From an optimization exercise on the open Yosys and OpenROAD flow, aimed at small area, a short achievable clock period and few clock cycles per item; shortcuts taken in it are not production practice.
Function was not checked in any run shown here: the RTL went through the layout flow alone.

[design/flow/standard.sh]
#!/bin/bash
# synth_recipe.tcl (not shown) runs the flow's synth.tcl, then flattens the netlist and writes it again
# the make line also repeats each setting of config.mk as NAME=value (left out here)
make -C /OpenROAD-flow-scripts/flow DESIGN_CONFIG=/design/flow/config.mk WORK_HOME=/design/flow/orfs CLKGATE_MAP_FILE= SYNTH_SCRIPT=/design/flow/synth_recipe.tcl "${@:-finish}"
[design/flow/flow/run.sh]
#!/bin/bash
# The standard layout with three changes in how it is made (the SDC is unchanged):
#  - timing repair aims at a 5 ns period (SETUP_SLACK_MARGIN=10),
#  - the port buffers are buf_1 cells,
#  - after the standard synthesis, fix_inv.py removes inverter pairs that Yosys's
#    full-adder extraction leaves around full adders (registers are not touched).
# Each step's full output goes to a log file of its own in this folder.
set -euo pipefail
ARGS=(SETUP_SLACK_MARGIN=10.7 "BUFFER_PORTS_ARGS=-buffer_cell sky130_fd_sc_hd__buf_1")
RES=orfs/results/sky130hd/keyhash/base
bash standard.sh "${ARGS[@]}" synth > standard_synth.log 2>&1
cp "$RES/1_2_yosys.v" 1_2_yosys.standard.v
python3 flow/fix_inv.py 1_2_yosys.standard.v 1_2_yosys.fixed.v > fix_inv.log 2>&1
cp 1_2_yosys.fixed.v "$RES/1_2_yosys.v"
rm -f "$RES/1_synth.odb" "$RES/1_synth.sdc"
bash standard.sh "${ARGS[@]}" finish > standard_finish.log 2>&1
[design/flow/config.mk]
export PLATFORM = sky130hd
export DESIGN_NAME = keyhash
export DESIGN_NICKNAME = keyhash
export VERILOG_FILES = /design/flow/design.v
export SDC_FILE = /design/flow/constraint.sdc
export NUM_CORES = 4
export LEC_CHECK = 0
export ABC_CLOCK_PERIOD_IN_PS = 4500
export CAP_MARGIN = 20
export CORE_MARGIN = 2
export CORE_UTILIZATION = 40
export CTS_CLUSTER_DIAMETER = 100
export CTS_CLUSTER_SIZE = 20
export PLACE_DENSITY = 0.6
export SLEW_MARGIN = 20
[design/flow/design.v]
module keyhash (
    input  wire        clk,
    input  wire        rst_n,
    input  wire        req_valid,
    output wire        req_ready,
    input  wire [7:0]  req_ns,
    input  wire [7:0]  req_len,      
    input  wire        key_valid,
    output wire        key_ready,
    input  wire [31:0] key_data,
    output reg         res_valid,
    output wire [63:0] res_hash,
    output wire [15:0] res_fp
);
    localparam [31:0] IV0 = 32'h6a09e667, IV1 = 32'hbb67ae85,
                      IV2 = 32'h3c6ef372, IV3 = 32'ha54ff53a,
                      IV4 = 32'h510e527f, IV5 = 32'h9b05688c,
                      IV6 = 32'h1f83d9ab, IV7 = 32'h5be0cd19;
    reg         run;          
    reg [1:0]   st;           
    reg         rl;           
    reg         ok;           
    reg [5:0]   kc;           
    reg         ld;           
    reg         act;          
    reg         first;        
    reg         last;         
    reg         go;           
    reg [3:0]   wph;          
    reg [3:0]   bph;          
    reg [31:0]  a, b, c, d, e, f, g, h;
    reg [31:0]  px, pa;       
    reg [31:0]  kreg;         
    reg [31:0]  W [0:15];     
    reg [31:0]  R  [0:3];     
    reg [31:0]  RE [0:3];     
    reg         fvalid;
    reg [7:0]   fns;
    reg [7:0]   fml;          
    reg [1:0]   fnb;          
    reg [5:0]   fg;           
    reg [5:0]   fkw;          
    reg         kwl;          
    reg         kn;           
    reg [31:0]  ir;           
    reg         irv;
    reg [7:0]   carry;        
    wire [5:0] mw    = fml[7:2];
    wire [1:0] mb    = fml[1:0];
    wire       w_lt  = (fg < mw);
    wire       w_eq  = (fg == mw);
    wire       w_len = (fg == {fnb, 4'hf});
    wire [5:0] fg1   = fg + 6'd1;
    wire [7:0] b0src = (fg == 6'd0) ? fns : carry;
    reg [31:0] msg;
    integer qq;
    always @(*) begin
        for (qq = 0; qq < 4; qq = qq + 1) begin
            if (w_lt || (w_eq && qq[1:0] < mb))
                msg[31-8*qq -: 8] = (qq == 0) ? b0src : ir[39-8*qq -: 8];
            else if (w_eq && qq[1:0] == mb)
                msg[31-8*qq -: 8] = 8'h80;
            else
                msg[31-8*qq -: 8] = 8'h00;
        end
        if (w_len)
            msg = {16'd0, 5'd0, fml, 3'd0};
    end
    wire s0 = !run && (st == 2'd0);
    wire s2 = !run && (st == 2'd2);
    wire s3 = !run && (st == 2'd3);
    wire s0fire = (wph[1:0] == 2'd0) &&
                  (rl ? (wph == bph && (irv || !kn)) : (act || fvalid));
    wire stepping = !run && (!s0 || s0fire);
    wire lp = (run && ld) || (s2 && (rl || fvalid)) || (s3 && go);
    wire [3:0] lidx = run ? kc[3:0] + 4'd1 : {3'd0, s3};
    wire replay  = lp && (lidx < fg[3:0]);        
    wire fd      = lp && ok && !replay;           
    wire miss    = fd && kn && !irv;              
    wire feed    = fd && !miss;
    wire consume = feed && kn;                    
    wire rot     = !ok || replay || miss || (rl && !run && !st[1]);
    wire nk      = !(act && !last);       
    reg kr, rr;                           
    assign req_ready = rr;
    assign key_ready = kr;
    wire req_hs = req_valid && rr;
    wire key_hs = key_valid && key_ready;
    assign res_hash = {R[3], R[2]};
    assign res_fp   = R[1][31:16];
    function [31:0] rotr(input [31:0] x, input integer n);
        rotr = (x >> n) | (x << (32 - n));
    endfunction
    reg  [31:0] S1;
    wire [31:0] S0 = rotr(a, 2) ^ rotr(a, 13) ^ rotr(a, 22);
    wire [31:0] MJ = (a & b) ^ (a & c) ^ (b & c);
    wire [31:0] t_s  = px ^ S1;
    wire [31:0] t_c  = (pa | (px & S1)) << 1;
    wire [31:0] x_s  = t_s ^ t_c ^ d;
    wire [31:0] x_c  = ((t_s & t_c) | (t_s & d) | (t_c & d)) << 1;
    wire [31:0] e_n  = x_s + x_c;
    wire [31:0] u_s  = t_s ^ t_c ^ MJ;
    wire [31:0] u_c  = ((t_s & t_c) | (t_s & MJ) | (t_c & MJ)) << 1;
    wire [31:0] v_s  = u_s ^ u_c ^ S0;
    wire [31:0] v_c  = ((u_s & u_c) | (u_s & S0) | (u_c & S0)) << 1;
    wire [31:0] a_n  = v_s + v_c;
    wire [31:0] w14 = W[14], w1 = W[1];
    wire [31:0] ss1 = rotr(w14, 17) ^ rotr(w14, 19) ^ (w14 >> 10);
    wire [31:0] ss0 = rotr(w1, 7) ^ rotr(w1, 18) ^ (w1 >> 3);
    wire [31:0] wn  = ss1 + W[9] + ss0 + W[0];
    wire [31:0] w_in = rot ? W[0] : (feed ? msg : wn);
    wire [31:0] p_n = g + kreg + W[15];
    reg [31:0] iva, ive;
    always @(*) begin
        case (st)
            2'd0: begin iva = IV3; ive = IV7; end
            2'd1: begin iva = IV2; ive = IV6; end
            2'd2: begin iva = IV1; ive = IV5; end
            default: begin iva = IV0; ive = IV4; end
        endcase
    end
    wire        ivsel = first && !rl;
    wire        ivld  = rl ? first : nk;
    wire [31:0] ra = (ivsel ? iva : R[0]) + (rl ? 32'd0 : d);
    wire [31:0] re = (ivsel ? ive : RE[0]) + (rl ? 32'd0 : h);
    wire [31:0] e_nx = run ? e_n : (ivld ? ive : re);
    wire [31:0] ch_nx = (e_nx & e) ^ (~e_nx & f);     
    integer i;
    always @(posedge clk) begin
        for (i = 0; i < 15; i = i + 1)
            W[i] <= W[i+1];
        W[15] <= w_in;
        if (run)
            a <= a_n;
        else
            a <= ivld ? iva : ra;
        e  <= e_nx;
        S1 <= rotr(e_nx, 6) ^ rotr(e_nx, 11) ^ rotr(e_nx, 25);
        px <= p_n ^ ch_nx;
        pa <= p_n & ch_nx;
        b <= a; c <= b; d <= c;
        f <= e; g <= f; h <= g;
        R[0] <= R[1];   R[1] <= R[2];   R[2] <= R[3];
        RE[0] <= RE[1]; RE[1] <= RE[2]; RE[2] <= RE[3];
        R[3]  <= stepping ? ra : R[0];
        RE[3] <= stepping ? re : RE[0];
        if (key_hs)
            ir <= key_data;
        if (consume)
            carry <= ir[7:0];
        if (req_hs) begin
            fns <= req_ns;
            fml <= req_len + 8'd1;
            fnb <= (req_len + 8'd9) >> 6;
        end
    end
    reg       run_n, rl_n, ok_n, act_n, ld_n, go_n, fvalid_n, kn_n, kwl_n, irv_n;
    reg [1:0] st_n;
    reg [5:0] kc_n, fg_n, fkw_n;
    always @(*) begin
        run_n = run; st_n = st; rl_n = rl; ok_n = ok; act_n = act;
        ld_n = ld; go_n = go; kc_n = kc;
        fvalid_n = fvalid; fg_n = fg; kn_n = kn; fkw_n = fkw; kwl_n = kwl;
        irv_n = irv;
        if (run) begin
            kc_n = kc + 6'd1;
            ld_n = (kc < 6'd14) && (kc != 6'd0);
            if (miss) begin                        
                run_n = 1'b0; st_n = 2'd0; rl_n = 1'b1; ok_n = 1'b0;
            end else if (kc == 6'd0) begin         
                run_n = 1'b0; st_n = 2'd0; rl_n = 1'b0;
            end
        end else if (stepping) begin
            st_n = st + 2'd1;
            kc_n = {5'd0, s3};
            if (s0)
                ok_n = 1'b1;
            if (miss)
                ok_n = 1'b0;
            if (s2 && !rl)
                go_n = fvalid;
            if (s3) begin
                if (!rl)
                    act_n = go;
                if (go) begin
                    run_n = ok_n;                  
                    rl_n  = !ok_n;
                    ld_n  = 1'b1;
                end else begin
                    rl_n  = 1'b0;                  
                end
            end
        end
        if (req_hs) begin
            fvalid_n = 1'b1;
            fg_n     = 6'd0;
            kn_n     = (req_len != 8'd0);
        end else if (feed) begin
            fg_n = fg1;
            kn_n = ({fg1, 2'b01} < {2'b00, fml});
            if (w_len)
                fvalid_n = 1'b0;
        end
        if (req_hs) begin
            fkw_n = (req_len + 8'd3) >> 2;
            kwl_n = (req_len != 8'd0);
        end else if (key_hs) begin
            fkw_n = fkw - 6'd1;
            kwl_n = (fkw != 6'd1);
        end
        if (key_hs)
            irv_n = 1'b1;
        else if (consume)
            irv_n = 1'b0;
        if (!rst_n) begin
            run_n = 1'b0; st_n = 2'd0; rl_n = 1'b0; ok_n = 1'b0;
            act_n = 1'b0; ld_n = 1'b0; fvalid_n = 1'b0; irv_n = 1'b0;
        end
    end
    reg [31:0] kk;
    always @(*) begin
        case (kc_n)
            6'd0:  kk = 32'h428a2f98; 6'd1:  kk = 32'h71374491;
            6'd2:  kk = 32'hb5c0fbcf; 6'd3:  kk = 32'he9b5dba5;
            6'd4:  kk = 32'h3956c25b; 6'd5:  kk = 32'h59f111f1;
            6'd6:  kk = 32'h923f82a4; 6'd7:  kk = 32'hab1c5ed5;
            6'd8:  kk = 32'hd807aa98; 6'd9:  kk = 32'h12835b01;
            6'd10: kk = 32'h243185be; 6'd11: kk = 32'h550c7dc3;
            6'd12: kk = 32'h72be5d74; 6'd13: kk = 32'h80deb1fe;
            6'd14: kk = 32'h9bdc06a7; 6'd15: kk = 32'hc19bf174;
            6'd16: kk = 32'he49b69c1; 6'd17: kk = 32'hefbe4786;
            6'd18: kk = 32'h0fc19dc6; 6'd19: kk = 32'h240ca1cc;
            6'd20: kk = 32'h2de92c6f; 6'd21: kk = 32'h4a7484aa;
            6'd22: kk = 32'h5cb0a9dc; 6'd23: kk = 32'h76f988da;
            6'd24: kk = 32'h983e5152; 6'd25: kk = 32'ha831c66d;
            6'd26: kk = 32'hb00327c8; 6'd27: kk = 32'hbf597fc7;
            6'd28: kk = 32'hc6e00bf3; 6'd29: kk = 32'hd5a79147;
            6'd30: kk = 32'h06ca6351; 6'd31: kk = 32'h14292967;
            6'd32: kk = 32'h27b70a85; 6'd33: kk = 32'h2e1b2138;
            6'd34: kk = 32'h4d2c6dfc; 6'd35: kk = 32'h53380d13;
            6'd36: kk = 32'h650a7354; 6'd37: kk = 32'h766a0abb;
            6'd38: kk = 32'h81c2c92e; 6'd39: kk = 32'h92722c85;
            6'd40: kk = 32'ha2bfe8a1; 6'd41: kk = 32'ha81a664b;
            6'd42: kk = 32'hc24b8b70; 6'd43: kk = 32'hc76c51a3;
            6'd44: kk = 32'hd192e819; 6'd45: kk = 32'hd6990624;
            6'd46: kk = 32'hf40e3585; 6'd47: kk = 32'h106aa070;
            6'd48: kk = 32'h19a4c116; 6'd49: kk = 32'h1e376c08;
            6'd50: kk = 32'h2748774c; 6'd51: kk = 32'h34b0bcb5;
            6'd52: kk = 32'h391c0cb3; 6'd53: kk = 32'h4ed8aa4a;
            6'd54: kk = 32'h5b9cca4f; 6'd55: kk = 32'h682e6ff3;
            6'd56: kk = 32'h748f82ee; 6'd57: kk = 32'h78a5636f;
            6'd58: kk = 32'h84c87814; 6'd59: kk = 32'h8cc70208;
            6'd60: kk = 32'h90befffa; 6'd61: kk = 32'ha4506ceb;
            6'd62: kk = 32'hbef9a3f7; default: kk = 32'hc67178f2;
        endcase
    end
    always @(posedge clk)
        kreg <= kk;
    wire       lp_n  = (run_n && ld_n) || (!run_n && st_n == 2'd2 && (rl_n || fvalid_n)) ||
                       (!run_n && st_n == 2'd3 && go_n);
    wire [3:0] lidx_n = run_n ? kc_n[3:0] + 4'd1 : {3'd0, st_n == 2'd3};
    wire       use_n = lp_n && ok_n && !(lidx_n < fg_n[3:0]) && kn_n;
    wire       kr_n  = fvalid_n && kwl_n && (!irv_n || use_n);
    always @(posedge clk) begin
        run <= run_n; st <= st_n; rl <= rl_n; ok <= ok_n; act <= act_n;
        ld <= ld_n; go <= go_n; kc <= kc_n;
        fvalid <= fvalid_n; fg <= fg_n; kn <= kn_n; fkw <= fkw_n;
        kwl <= kwl_n; irv <= irv_n;
        kr <= kr_n;
        rr <= !fvalid_n;
        wph <= rst_n ? wph + 4'd1 : 4'd0;
        if (s0 && s0fire && !rl)
            bph <= wph;
        res_valid <= rst_n && s3 && !rl && act && last;
        if (s3 && !rl && go) begin
            first <= (fg[5:4] == 2'd0);
            last  <= (fg[5:4] == fnb);
        end
    end
endmodule
[design/flow/flow/fix_inv.py]
#!/usr/bin/env python3
"""Remove inverters around full adders in a Yosys netlist of sky130hd cells.

Yosys's extract_fa often builds a full adder on inverted inputs and inverts
its outputs again. A full adder is self-dual: fa(~a, ~b, ~c) = ~fa(a, b, c)
for both outputs. So when all three inputs of a full adder come from
inverters, the adder may take the inverters' inputs instead; its outputs
then carry the complement, which feeds inverter loads directly (those
inverters go) and other loads through one new inverter. A rewrite is made
only when it removes more inverters than it adds. Registers are untouched.

usage: fix_inv.py IN.v OUT.v
"""
import re
import sys

OUT_PINS = {"X", "Y", "Q", "Q_N", "SUM", "COUT", "HI", "LO"}
CELL_RE = re.compile(r"^  (sky130_fd_sc_hd__\w+) (\S+)\s+\(\n(.*?)\n  \);\n", re.S | re.M)
PIN_RE = re.compile(r"\.(\w+)\((.*?)\)")


def is_inv(typ):
    return re.fullmatch(r"sky130_fd_sc_hd__(clk)?inv_\d+", typ) is not None


def main():
    src = open(sys.argv[1]).read()
    ports = set()
    for m in re.finditer(r"^\s*(input|output|inout)\s+(\[[^\]]*\]\s*)?(\S+);", src, re.M):
        ports.add(m.group(3).lstrip("\\"))

    def is_port(net):
        base = net.strip().lstrip("\\").split("[")[0].strip()
        return base in ports

    first = CELL_RE.search(src)
    head = src[: first.start()]
    cells = []  # [typ, name, [(pin, net)]]
    pos = first.start()
    tail_start = None
    for m in CELL_RE.finditer(src):
        if m.start() != pos:
            raise SystemExit("unexpected text between cells at %d" % pos)
        pins = [(p, n) for p, n in PIN_RE.findall(m.group(3))]
        cells.append([m.group(1), m.group(2), pins])
        pos = m.end()
    tail = src[pos:]
    if "assign" in tail or "assign" in head:
        raise SystemExit("assign statements not handled")

    alive = [True] * len(cells)
    drv = {}
    loads = {}

    def index():
        drv.clear()
        loads.clear()
        for i, (typ, name, pins) in enumerate(cells):
            if not alive[i]:
                continue
            for p, n in pins:
                if p in OUT_PINS:
                    drv[n] = i
                else:
                    loads.setdefault(n, []).append((i, p))

    def pin(i, p):
        for q, n in cells[i][2]:
            if q == p:
                return n
        return None

    def setpin(i, p, net):
        cells[i][2] = [(q, net if q == p else n) for q, n in cells[i][2]]

    new_wires = []
    counter = [0]

    def new_net():
        counter[0] += 1
        n = "_fxinv%d_" % counter[0]
        new_wires.append(n)
        return n

    removed = added = 0
    changed = True
    while changed:
        changed = False
        index()
        for i, (typ, name, pins) in enumerate(cells):
            if not alive[i] or not re.fullmatch(r"sky130_fd_sc_hd__fa_\d+", typ):
                continue
            ins = [pin(i, p) for p in ("A", "B", "CIN")]
            if any(n is None for n in ins):
                continue
            outs = [pin(i, p) for p in ("SUM", "COUT")]
            if any(is_port(n) for n in outs):
                continue
            inv_of = [n in drv and is_inv(cells[drv[n]][0]) for n in ins]
            if sum(inv_of) < 2:
                continue
            gain = 0
            inv_ins = {}
            for k, n in enumerate(ins):
                if inv_of[k]:
                    inv_ins[drv[n]] = inv_ins.get(drv[n], 0) + 1
            for j, cnt in inv_ins.items():
                yn = pin(j, "Y")
                if not is_port(yn) and len(loads.get(yn, [])) == cnt:
                    gain += 1
            # inputs not inverted need an inverted copy: reuse an existing inverter if any
            need = []
            for k, n in enumerate(ins):
                if inv_of[k]:
                    continue
                ex = [j for j, p in loads.get(n, []) if is_inv(cells[j][0]) and p == "A"]
                need.append((k, n, ex[0] if ex else None))
                if not ex:
                    gain -= 1
            plan = []
            for o in outs:
                ls = loads.get(o, [])
                invl = [j for j, p in ls if is_inv(cells[j][0]) and not is_port(pin(j, "Y"))]
                other = [(j, p) for j, p in ls if j not in invl]
                gain += len(invl) - (1 if other else 0)
                plan.append((o, invl, other))
            if gain <= 0:
                continue
            # rewrite inputs
            newin = list(ins)
            for k, n in enumerate(ins):
                if inv_of[k]:
                    newin[k] = pin(drv[n], "A")
            for k, n, ex in need:
                if ex is not None:
                    newin[k] = pin(ex, "Y")
                else:
                    nn = new_net()
                    cells.append(["sky130_fd_sc_hd__inv_1", "_fxinvi%d_" % counter[0],
                                  [("A", n), ("Y", nn)]])
                    alive.append(True)
                    added += 1
                    newin[k] = nn
            for p, n in zip(("A", "B", "CIN"), newin):
                setpin(i, p, n)
            for j, cnt in inv_ins.items():
                yn = pin(j, "Y")
                if not is_port(yn) and len(loads.get(yn, [])) == cnt:
                    alive[j] = False
                    removed += 1
            # rewrite outputs
            for (o, invl, other), p in zip(plan, ("SUM", "COUT")):
                on = new_net()
                setpin(i, p, on)
                for j in invl:
                    yn = pin(j, "Y")
                    for k, q in loads.get(yn, []):
                        setpin(k, q, on)
                    alive[j] = False
                    removed += 1
                if other:
                    cells.append(["sky130_fd_sc_hd__inv_1", "_fxinvc%d_" % counter[0],
                                  [("A", on), ("Y", o)]])
                    alive.append(True)
                    added += 1
            changed = True
            break  # re-index after every rewrite
    out = [head.rstrip("\n") + "\n"]
    for n in new_wires:
        out.append("  wire %s;\n" % n)
    for i, (typ, name, pins) in enumerate(cells):
        if not alive[i]:
            continue
        out.append("  %s %s (\n%s\n  );\n" % (typ, name, ",\n".join("    .%s(%s)" % pn for pn in pins)))
    out.append(tail)
    open(sys.argv[2], "w").write("".join(out))
    sys.stderr.write("fix_inv: removed %d inverters, added %d\n" % (removed, added))


if __name__ == "__main__":
    main()
[design/flow/constraint.sdc]
create_clock -name core_clock -period 15.0 [get_ports {clk}]
set_input_delay 3.0000 -clock core_clock [delete_from_list [all_inputs] [get_ports {clk}]]
set_output_delay 3.0000 -clock core_clock [all_outputs]
set_load 0.01 [all_outputs]
==> results of run 1 <==
-- flip-flops by register name, indices dropped and copies added (netlist names), 8 cells and up --
register	count
W	512
RE	128
R	128
S1	32
a	32
b	32
c	32
d	32
e	32
f	32
g	32
h	32
ir	32
kreg	32
px	32
pa	31
carry	8
fml	8
fns	8
-- final timing paths --
| path | startpoint | to | slack (ns) | depth (start not counted) |
|---|---|---|---|---|
| setup reg to reg | W[14][28] | W[15][29] | 10.49 | 18 |
| hold reg to reg | W[7][28] | W[6][28] | 0.31 | 0 |
| setup / recovery | W[14][28] | W[15][29] | 10.49 | 18 |
| hold / removal | W[7][28] | W[6][28] | 0.31 | 0 |
-- layout by cell type, fill, tap and decap left out, types with 25 or more instances in the layout --
cell type / n
nor2b_1: 79
and2_1: 28
nand2_1: 380
a21oi_1: 257
ha_1: 249
xnor2_1: 293
ha_4: 38
maj3_1: 29
o21a_1: 38
nand2b_1: 33
nand3_1: 78
dfxtp_2: 44
xor2_1: 106
a31oi_1: 35
edfxtp_1: 70
dfxtp_1: 1109
a211oi_1: 58
inv_1: 103
buf_4: 188
a21oi_2: 37
buf_1: 126
o21ai_0: 164
a21o_1: 101
o211ai_1: 30
fa_1: 183
clkbuf_16: 79
nor2_1: 249
mux2_2: 25
dfxtp_4: 29
xnor2_2: 37
or2_2: 34
nor3_1: 57
-- area by class of cell --
class,count,area (um^2)
sequential,1252,25900
fill,11600,66600
timing repair buffer,355,2460
clock inverter,13,219
clock buffer,88,1980
inverter,115,449
tap,1650,2060
antenna,4,10.0
multi-input combinational,3107,26200
-- stage by stage --
stage / setup slack [ns]
after floorplan: 10.51
after global placement: 9.58
after detailed placement: 9.75
after CTS: 10.49
after global routing: 10.40
final: 10.49
-- worst max-delay path: stages, from the launching register on --
cell and delay [ns]:
dfxtp_4 0.39, buf_4 0.18, xnor2_2 0.24, fa_1 0.48
fa_1 0.50, ha_4 0.30, buf_4 0.13, nand2_1 0.06
o21ai_0 0.39, a31oi_4 0.10, a211oi_4 0.41, o2111ai_4 0.20
a31oi_4 0.25, nor4_2 0.06, nor2_1 0.17, buf_4 0.15
nand2_1 0.06, a41oi_2 0.22, mux2i_1 0.10
-- routing by layer --
metal,vias up,GRT usage
met3,213,0.0320
met4,2,0.0692
li1,16500,-
met5,-,0
met1,17600,0.340
met2,1290,0.353
-- timing repair --
action,CTS,global route
gates resized for setup,278,219
buffers inserted,87,89
endpoints found under the setup margin,187,120
pin swaps,107,170
gates cloned,4,2
==> flow_metrics.env, run 1 <==
export IMPL_design_die_area_mm2=0.130
export IMPL_synthCells=4648
export IMPL_postCtsHoldBufs=0
export IMPL_grt_pass1_vias=33500
export IMPL_syn_area_per_cell_um2=11.0
export IMPL_critical_path_class="reg2reg"
export IMPL_status="finished clean"
export IMPL_io_buffers=134
export IMPL_cts_tree="done"
export IMPL_cp_start_kind="flip-flop"
export IMPL_place_area_mm2=0.0533
export IMPL_root_buffer="clkbuf_16"
export IMPL_slew_headroom=0.212
export IMPL_drcViolationCount=0
export IMPL_skew_ns=0.0275
export IMPL_place_inst=6297
export IMPL_grt_first_pass_wirelength_mm=224
export IMPL_dieHeight_um=361
export IMPL_crit_path_end_kind="flip-flop"
export IMPL_period_share=0.301
export IMPL_drtPass1Iterations=5
export IMPL_area_delta_synth_final_pct=16.5
export IMPL_track_usage=0.232
export IMPL_initial_core_util=0.404
export IMPL_dr_wl_met2_mm=68.5
export IMPL_routed_wl_mm=156
export IMPL_hold_viol=0
export IMPL_highest_layer="met5"
export IMPL_yosys_warnings=4
export IMPL_met3_length_mm=10.7
export IMPL_antenna_found_initial=8
export IMPL_setup_violations=0
export IMPL_clockBufferDepth=3
export IMPL_slew_violations=0
export IMPL_rows=130
export IMPL_cts_made_buffers=75
export IMPL_finalCriticalPeriod_ns=4.51
export IMPL_worstPathMaxFanout=4
export IMPL_grt_max_degree=81
export IMPL_postLayoutCellArea_mm2=0.0593
export IMPL_postRouteAntennaNets=0
export IMPL_synth_nets=5193
export IMPL_hold_class="reg2reg"
export IMPL_overflow=0
export IMPL_num_vias=35600
export IMPL_fp_coreArea_mm2=0.126
export IMPL_htreeDepth=3
export IMPL_timing_fmax_ghz=0.222
export IMPL_rsz0062_at_grt="true"
export IMPL_dpl_hpwl_mm=116
export IMPL_drtIter0Drc=3704
export IMPL_final_cells=6584
export IMPL_nNetsFinal=5451
export IMPL_fp_dieW_um=361
export IMPL_path_clk_slew_ns=0.09
export IMPL_clk_latency_ns=0.70
export IMPL_wl_met1_mm=71.9
export IMPL_routed_via_density=5.40
export IMPL_clock_sinks=1252
export IMPL_post_drt_wl_per_cell_um=23.7
export IMPL_drive_gt1_frac=0.160
export IMPL_required_ns=15.56
export IMPL_final_setup_tns_ns=0
export IMPL_maxCapViolations=0
export IMPL_syn_area_mm2=0.0509
export IMPL_arrival_ns=5.07
export IMPL_tightest_slew_ns=1.18
export IMPL_io_pins=135
export IMPL_fin_util=0.471
export IMPL_holdWs_ns=0.313
export IMPL_place_gp_congestion=0.950
==> inputs of run 2 (changes only) <==
--- a/design/flow/flow/run.sh
+++ b/design/flow/flow/run.sh
@@ -7,5 +7,5 @@
 # Each step's full output goes to a log file of its own in this folder.
 set -euo pipefail
-ARGS=(SETUP_SLACK_MARGIN=10.7 "BUFFER_PORTS_ARGS=-buffer_cell sky130_fd_sc_hd__buf_1")
+ARGS=(SETUP_SLACK_MARGIN=10.3 "BUFFER_PORTS_ARGS=-buffer_cell sky130_fd_sc_hd__buf_1")
 RES=orfs/results/sky130hd/keyhash/base
 bash standard.sh "${ARGS[@]}" synth > standard_synth.log 2>&1
==> flow_metrics.env, run 2 <==
export IMPL_status="finished clean"
export IMPL_grt_first_pass_wirelength_mm=223
export IMPL_mostFrequentLayoutCells="dfxtp_1 (1144), nand2_1 (384), xnor2_1 (328), a21oi_1 (284), ha_1 (283)"
export IMPL_postCtsHoldBufs=0
export IMPL_setup_violations=0
export IMPL_final_common_cell="dfxtp_1"
export IMPL_period_share=0.309
export IMPL_synthCells=4648
export IMPL_io_buffers=134
export IMPL_rows=130
export IMPL_n_antenna_cell=0
export IMPL_slew_violations=0
export IMPL_endpoint="a[31]"
export IMPL_maxCapViolations=0
export IMPL_fill_cells=11800
export IMPL_synth_nets=5193
export IMPL_r2r_slack_ns=10.36
export IMPL_tightest_slew_ns=1.17
export IMPL_antenna_found_initial=8
export IMPL_final_setup_tns_ns=0
export IMPL_largest_register="W"
export IMPL_syn_area_per_cell_um2=11.0
export IMPL_clock_sinks=1252
export IMPL_drtPass1Iterations=8
export IMPL_routed_wl_mm=154
export IMPL_critical_path_class="reg2reg"
export IMPL_dieHeight_um=361
export IMPL_hold_viol=0
export IMPL_initial_core_util=0.404
export IMPL_cts_tree="done"
export IMPL_io_pins=135
export IMPL_rr_startpoint="S1[19]"
export IMPL_regToRegEndpoint="a[31]"
export IMPL_rsz0062_at_grt="true"
export IMPL_grt_max_degree=82
export IMPL_hold_class="reg2reg"
export IMPL_arrival_ns=5.23
export IMPL_drcViolationCount=0
export IMPL_post_drt_wl_per_cell_um=23.8
export IMPL_largest_reg_flops=512
export IMPL_fp_dieW_um=361
export IMPL_worstPathMaxFanout=9
export IMPL_required_ns=15.59
export IMPL_drtIter0Drc=3186
export IMPL_min_delay_start="R[1][5]"
export IMPL_yosys_warnings=4
export IMPL_track_usage=0.232
export IMPL_grt_pass1_vias=33300
export IMPL_htreeDepth=3
export IMPL_reg2reg_depth=16
export IMPL_holdWs_ns=0.306
export IMPL_nNetsFinal=5319
export IMPL_drive_gt1_frac=0.0920
export IMPL_crit_path_end_kind="flip-flop"
export IMPL_design_die_area_mm2=0.130
export IMPL_cts_made_buffers=73
export IMPL_clockBufferDepth=3
export IMPL_routed_via_density=5.36
export IMPL_clk_latency_ns=0.72
export IMPL_crit_path_start="S1[19]"
export IMPL_overflow=0
export IMPL_area_delta_synth_final_pct=11.2
export IMPL_postRouteAntennaNets=0
export IMPL_finalCriticalPeriod_ns=4.64
export IMPL_timing_fmax_ghz=0.216
export IMPL_skew_ns=0.0457
export IMPL_fp_coreArea_mm2=0.126
export IMPL_dpl_hpwl_mm=115
export IMPL_reg_top3="W x512, RE x128, R x128"
export IMPL_place_gp_congestion=0.960
export IMPL_syn_area_mm2=0.0509
export IMPL_cp_start_kind="flip-flop"
export IMPL_slew_headroom=0.218
export IMPL_num_vias=34500
export IMPL_root_buffer="clkbuf_16"
export IMPL_path_clk_slew_ns=0.09
-- run 2: cell count changes in the layout (fill, tap and decap cells not counted), moves of 19 or more --
| cell | before | now |
|---|---|---|
| dfxtp_1 | 1109 | 1144 |
| ha_4 | 38 | 7 |
| xnor2_1 | 293 | 328 |
| xnor2_2 | 37 | 9 |
| a21oi_2 | 37 | 12 |
| ha_1 | 249 | 283 |
| buf_4 | 188 | 82 |
| a21oi_1 | 257 | 284 |
| dfxtp_4 | 29 | 10 |
-- run 2: critical path, stage by stage (launching register included) --
cell and delay (ns):
dfxtp_1 0.33, ha_1 0.19, or2_2 0.35, fa_1 0.55
fa_1 0.42, ha_1 0.50, nand3_1 0.16, nor2_1 0.23
nand3_1 0.19, nor3b_1 0.46, a211oi_1 0.12, o311a_1 0.21
o21ai_2 0.15, a21oi_2 0.08, o21ai_1 0.16, xnor2_1 0.11
a221o_1 0.32
-- run 2: how the worst min path moves through the flow --
stage                            to  slack (ns)  cells after the start
after floorplan            RE[0][0]        0.31                      0
after global placement    RE[0][29]        0.31                      0
after detailed placement    W[1][8]        0.31                      0
after CTS                   R[0][5]        0.30                      0
after global routing        R[0][5]        0.32                      0
final                       R[0][5]        0.31                      0
-- run 2: per-layer routing --
metal / GRT usage / up-vias / routed length (um)
met5: 0 / - / 0
met4: 0.0736 / 0 / 4570
met3: 0.0362 / 190 / 10500
met2: 0.347 / 1152 / 66800
met1: 0.340 / 17000 / 71700
li1: - / 16200 / -
-- run 2: through the flow --
step                instances  setup WS (ns)  utilization  cell area [um^2]
global route             6443          10.19        0.449             56600
detailed placement       6294           8.84        0.422             53100
floorplan                4648          10.16            -             50900
finish                   6443          10.36        0.449             56600
global placement         6294           8.88        0.422             53100
CTS                      6417          10.24        0.445             56000
-- run 2: final cells by class --
type	count	area (um^2)	share of cell area
repair inverters	1	5.00	0.0000885
clock inverters	12	283	0.00500
well taps	1650	2060	0.0365
repair buffers	225	1340	0.0237
multi-input cells	3106	24700	0.437
inverters	115	438	0.00774
clock buffers	82	1860	0.0329
flip-flops and latches	1252	25800	0.457
-- run 2: timing repair --
item,in CTS,in global routing
pin swaps,25,47
resized for setup,114,85
setup buffers,24,26
setup endpoints to repair,199,71
gates cloned,5,0

## afterwards: timing with drivers on the ports
Ports are ideal in the flow. The routed layouts listed here were re-timed in OpenROAD.
Step 1 assumes that a clkbuf_16 drives the clock port and a buf_2 every other input.
Step 2 adds t to the input delays and takes it off the output delays; t is the mean of the earliest and latest rising clock arrival at the registers after step 1. Input paths then give back, and output paths get back, about the clock's delay inside the block.
Three values: ideal ports, drivers, drivers and shift; two values: the first two.
run	t, ns	setup WS [ns]	clock arrival spread, ns	pins driven straight from the clock port
run 1	0.772	10.492 / 10.492 / 10.070	0.031 / 0.031	1
run 2	0.764	10.364 / 10.364 / 9.796	0.046 / 0.047	1
After both steps every run listed still meets setup and hold. The setup slack of run 2, which loses most, moves by 0.000 ns with the drivers and by -0.568 ns with both steps.
